This is an optimization exercise on Yosys and OpenROAD, whose aim is small area, a short achievable clock period and few clock cycles per item, not a production implementation.
RTL that was checked went through simulation tests only; none was proved equivalent to the original.
Power figures rest on the tool's default switching activity, not on a simulated workload.

Design mx_quant, start of the top module:
module mx_quant (
    input  wire        clk,
    input  wire        rst,
    input  wire        in_valid,
    output wire        in_ready,
    input  wire [31:0] in_data,
    input  wire [15:0] in_rand,
    input  wire [3:0]  in_fmt,
    input  wire [1:0]  in_rmode,
    output wire        out_valid,
    input  wire        out_ready,
    output wire [7:0]  out_elem,
    output wire [7:0]  out_scale,
    output wire        out_last
);
    localparam [2:0] F_E4M3 = 3'd0;
    localparam [2:0] F_E5M2 = 3'd1;
    localparam [2:0] F_E3M2 = 3'd2;
    localparam [2:0] F_E2M3 = 3'd3;
    localparam [2:0] F_E2M1 = 3'd4;
    localparam [2:0] F_INT8 = 3'd5;
    localparam [1:0] RM_RTZ  = 2'd1;
    localparam [1:0] RM_STOC = 2'd2;
    localparam integer NS = 33;      
    localparam integer W = 47;
    reg  [W*NS-1:0] ring;
    wire [W-1:0] st0  = ring[W-1:0];
    wire [W-1:0] st31 = ring[W*31 +: W];
    wire [W-1:0] st32 = ring[W*32 +: W];
    function [7:0] dec_e;
        input [W-1:0] v;
        dec_e = (v[29:22] == 8'hFF) ? 8'h00 : v[29:22];
    endfunction
    function [22:0] dec_f;
        input [W-1:0] v;
  ...
For scale: ~1700 flip-flops, ~77 I/O pins.
Settings: LEC_CHECK=0, ABC_AREA=1, CAP_MARGIN=20, CORE_MARGIN=2, CORE_UTILIZATION=60, CTS_CLUSTER_DIAMETER=80, CTS_CLUSTER_SIZE=30, SLEW_MARGIN=20; clock period 28.0 ns.
standard.sh (not shown) runs the stock make flow with config.mk's settings and CLKGATE_MAP_FILE= SYNTH_SCRIPT=/design/flow/synth_recipe.tcl, a recipe that flattens the netlist after the stock synthesis.
==> flow/flow/run.sh <==
#!/bin/bash
# The standard layout (the standard.sh, unchanged synthesis), with ORFS's
# timing repair asked to leave at least SETUP_SLACK_MARGIN ns of setup slack
# at the design's clock period, so that it works on the design's slowest
# paths although the design's period leaves them plenty of slack.
set -euo pipefail
export SETUP_SLACK_MARGIN=21.4
bash standard.sh > standard.log 2>&1
The starting point passed the timing, DRC and antenna checks.
Testbench counts at the start, summed over its fixed seeds: cycles 12,568, items 384.
==> next run, changes <==
==> flow/flow/run.sh (replaced) <==
#!/bin/bash
# The standard layout (the standard.sh, unchanged synthesis), with two
# changes in how ORFS is asked to lay it out:
# - every input and output port gets a buf_2 as its port buffer.
set -euo pipefail
export SETUP_SLACK_MARGIN=21.7
export BUFFER_PORTS_ARGS="-buffer_cell sky130_fd_sc_hd__buf_2"
bash standard.sh > standard.log 2>&1
Result: Register-to-register slack improved by 0.21 ns. Final area hardly moves. Sequential share of layout area rose by 0.15 points. Clock skew falls by 0.021 ns. Clock power stays flat. Worst setup slack degrades by 0.0052 ns.

* * *

mx_quant, a different RTL version from the one above (not shown whole).
Size in the first run: ~3300 cells after synthesis, roughly 1700 flip-flops, about 77 I/O pins, ~43000 µm² of cells after synthesis.
clock: 28.0 ns
lec_check: 0
abc_area: 1
cap_margin: 20
core_margin: 2
core_utilization: 60
cts_cluster_diameter: 60
cts_cluster_size: 36
slew_margin: 20
==> flow/flow/run.sh <==
#!/bin/bash
# The standard layout (the standard.sh, unchanged synthesis), with two
# changes in how ORFS is asked to lay it out:
# - every input and output port gets a buf_2 as its port buffer.
set -euo pipefail
export SETUP_SLACK_MARGIN=21.2
export BUFFER_PORTS_ARGS="-buffer_cell sky130_fd_sc_hd__buf_2"
bash standard.sh > standard.log 2>&1
The baseline ran to the end with no violations.
==> next run, changes <==
CTS_CLUSTER_DIAMETER = 80   (was 60)
CTS_CLUSTER_SIZE = 30   (was 36)
TNS_END_PERCENT = 10   (was unset)
Cell area shrinks by 0.70%.
Sequential cell count does not change.
Area after synthesis is unchanged.
No run of this note included a check of the RTL's function; only the layout flow was run.

* * *

Setup of job 8387:
Another version of the RTL of mx_quant (not shown whole).
Size: ~3100 cells after synthesis, roughly 1600 flip-flops, about 41000 sq um of cells after synthesis.
Settings: LEC_CHECK=0, ABC_AREA=1, CAP_MARGIN=20, CORE_MARGIN=2, CORE_UTILIZATION=60, CTS_CLUSTER_DIAMETER=80, CTS_CLUSTER_SIZE=30, PLACE_DENSITY=0.85, SLEW_MARGIN=20; clock period 28.0 ns.
==> flow/flow/run.sh <==
#!/bin/bash
# The standard layout (the standard.sh, unchanged synthesis), with two
# changes in how ORFS is asked to lay it out:
# - every input and output port gets a buf_2 as its port buffer.
set -euo pipefail
export SETUP_SLACK_MARGIN=21.0
export BUFFER_PORTS_ARGS="-buffer_cell sky130_fd_sc_hd__buf_2"
bash standard.sh > standard.log 2>&1
Job 8387: no failed stages, no open violations at the end
Testbench counts of job 8387, summed over its fixed seeds: cycles 12,560, items 384.
Here is what was changed in the inputs of job 7041 compared with job 8387.
Settings: a change of CTS_CLUSTER_SIZE from 30 to 24; a deleted PLACE_DENSITY that had been 0.85; a change of CTS_CLUSTER_DIAMETER from 80 to 50.
diff --git a/flow/flow/run.sh b/flow/flow/run.sh
--- a/flow/flow/run.sh
+++ b/flow/flow/run.sh
@@ -5,3 +5,3 @@
 set -euo pipefail
-export SETUP_SLACK_MARGIN=21.0
+export SETUP_SLACK_MARGIN=21.4
 export BUFFER_PORTS_ARGS="-buffer_cell sky130_fd_sc_hd__buf_2"
Notes after the runs:
Looking at the reports, job 7041 completed the entire flow and the layout it produced met the timing, DRC and antenna checks.
Job 7041 vs job 8387 — final period demand of the worst path rose 30 ps.
Delta (job 7041 minus job 8387): highest attainable clock frequency now smaller; total detailed-routing wirelength up 3.8 mm.
The area of the core on job 8387 is in line with that on job 7041.
Job 8387 → job 7041: reported leakage power went up about 4.3%, power consumption went up 11%.
Layout clock buffer count: job 7041 vs job 8387 up 35
Going from job 8387 to job 7041, sequential share of layout area shrinks by 3.1 points.
diff inputs: job 7041 => job 9810
Settings: CTS_CLUSTER_DIAMETER changed from 50 to 80; CTS_CLUSTER_SIZE changed from 24 to 30; PLACE_DENSITY newly set to 0.95.
[summary]
Summary of job 9810 over job 7041: maximum frequency rose by 0.45%; reported leakage power fell by 3.7%; detailed-route vias per instance picked up an extra about 4.6%.
Here is what was changed in the inputs of job 6428 compared with job 9810.
Settings: PLACE_DENSITY: 0.95 -> 0.85.
diff --git a/flow/flow/run.sh b/flow/flow/run.sh
--- a/flow/flow/run.sh
+++ b/flow/flow/run.sh
@@ -5,3 +5,3 @@
 set -euo pipefail
-export SETUP_SLACK_MARGIN=21.4
+export SETUP_SLACK_MARGIN=20.5
 export BUFFER_PORTS_ARGS="-buffer_cell sky130_fd_sc_hd__buf_2"
Results
Wire length for job 6428 is lower than for job 9810. From job 9810 to job 6428 the numbers moved as follows: global-route usage fell 1.5 points; worst reg-to-reg setup slack fell 590 ps; cell area fell 490 sq um; average wire per standard cell fell 1.6 um. Worst IR drop on VDD: job 6428 vs job 9810 down about 3.5%. Job 6428: total power about 1% below job 9810.
Setup changes, job 6428 to job 5122
diff --git a/flow/flow/run.sh b/flow/flow/run.sh
--- a/flow/flow/run.sh
+++ b/flow/flow/run.sh
@@ -5,3 +5,3 @@
 set -euo pipefail
-export SETUP_SLACK_MARGIN=20.5
+export SETUP_SLACK_MARGIN=21.2
 export BUFFER_PORTS_ARGS="-buffer_cell sky130_fd_sc_hd__buf_2"
Notes after the runs:
Comparing job 6428 and job 5122, the higher minimum period implied by the final worst setup slack is on job 6428.
As far as wire length is concerned, job 5122 and job 6428 perform about the same.
Looking at area of all placed cells without fillers across job 6428 and job 5122, the one that comes out higher is job 5122.
From job 6428 to job 5122, synthesized cell count did not move at all.
On power after layout: job 5122 sits above job 6428.
Between job 6428 and job 5122, share of layout cells above drive strength 1 is lower for job 6428, job 5122 comes in above that.
Synthesis-to-layout area growth: job 5122 vs job 6428 up 0.57 points
Job 6428 -> job 5122: fill cell total of the finished layout increased slightly
There was hardly any difference in non-clock buffer contribution to total cell area between job 6428 and job 5122.

## port drivers added, routing unchanged
Ports are ideal in the flow. The routed layouts listed here were re-timed in OpenROAD. Step 1 sets driving cells, clkbuf_16 on the clock port and buf_2 on the other inputs (assumed; they add their load-dependent delay and slew). Step 2 times the ports against the registers' clock, not the clock port: input delays grow and output delays shrink by t, the midpoint of the rising clock arrivals with the driver on. a / b / c = ideal / step 1 / step 2; a / b = the first two.
| run | t, ns | slack for setup (ns) | worst setup path after step 2 |
|---|---|---|---|
| the first run of note 1 | 0.716 | 21.228 / 21.164 / 20.784 | input to register |
| the second run of note 1 | 0.708 | 21.222 / 21.153 / 20.752 | input to register |
| the first run of note 2 | 0.700 | 21.233 / 21.168 / 20.601 | input to register |
| the second run of note 2 | 0.690 | 21.232 / 21.165 / 20.631 | input to register |
| job 8387 | 0.711 | 21.166 / 21.100 / 20.696 | input to register |
| job 7041 | 0.736 | 21.136 / 21.072 / 20.805 | input to register |
| job 9810 | 0.699 | 21.167 / 21.101 / 20.816 | input to register |
| job 6428 | 0.704 | 21.049 / 21.049 / 20.435 | input to register |
| job 5122 | 0.692 | 21.152 / 21.087 / 20.706 | input to register |
After both steps every run listed still meets setup and hold. For the first run of note 2, which loses most, drivers alone change the setup slack by -0.065 ns; drivers and shift together by -0.632 ns.
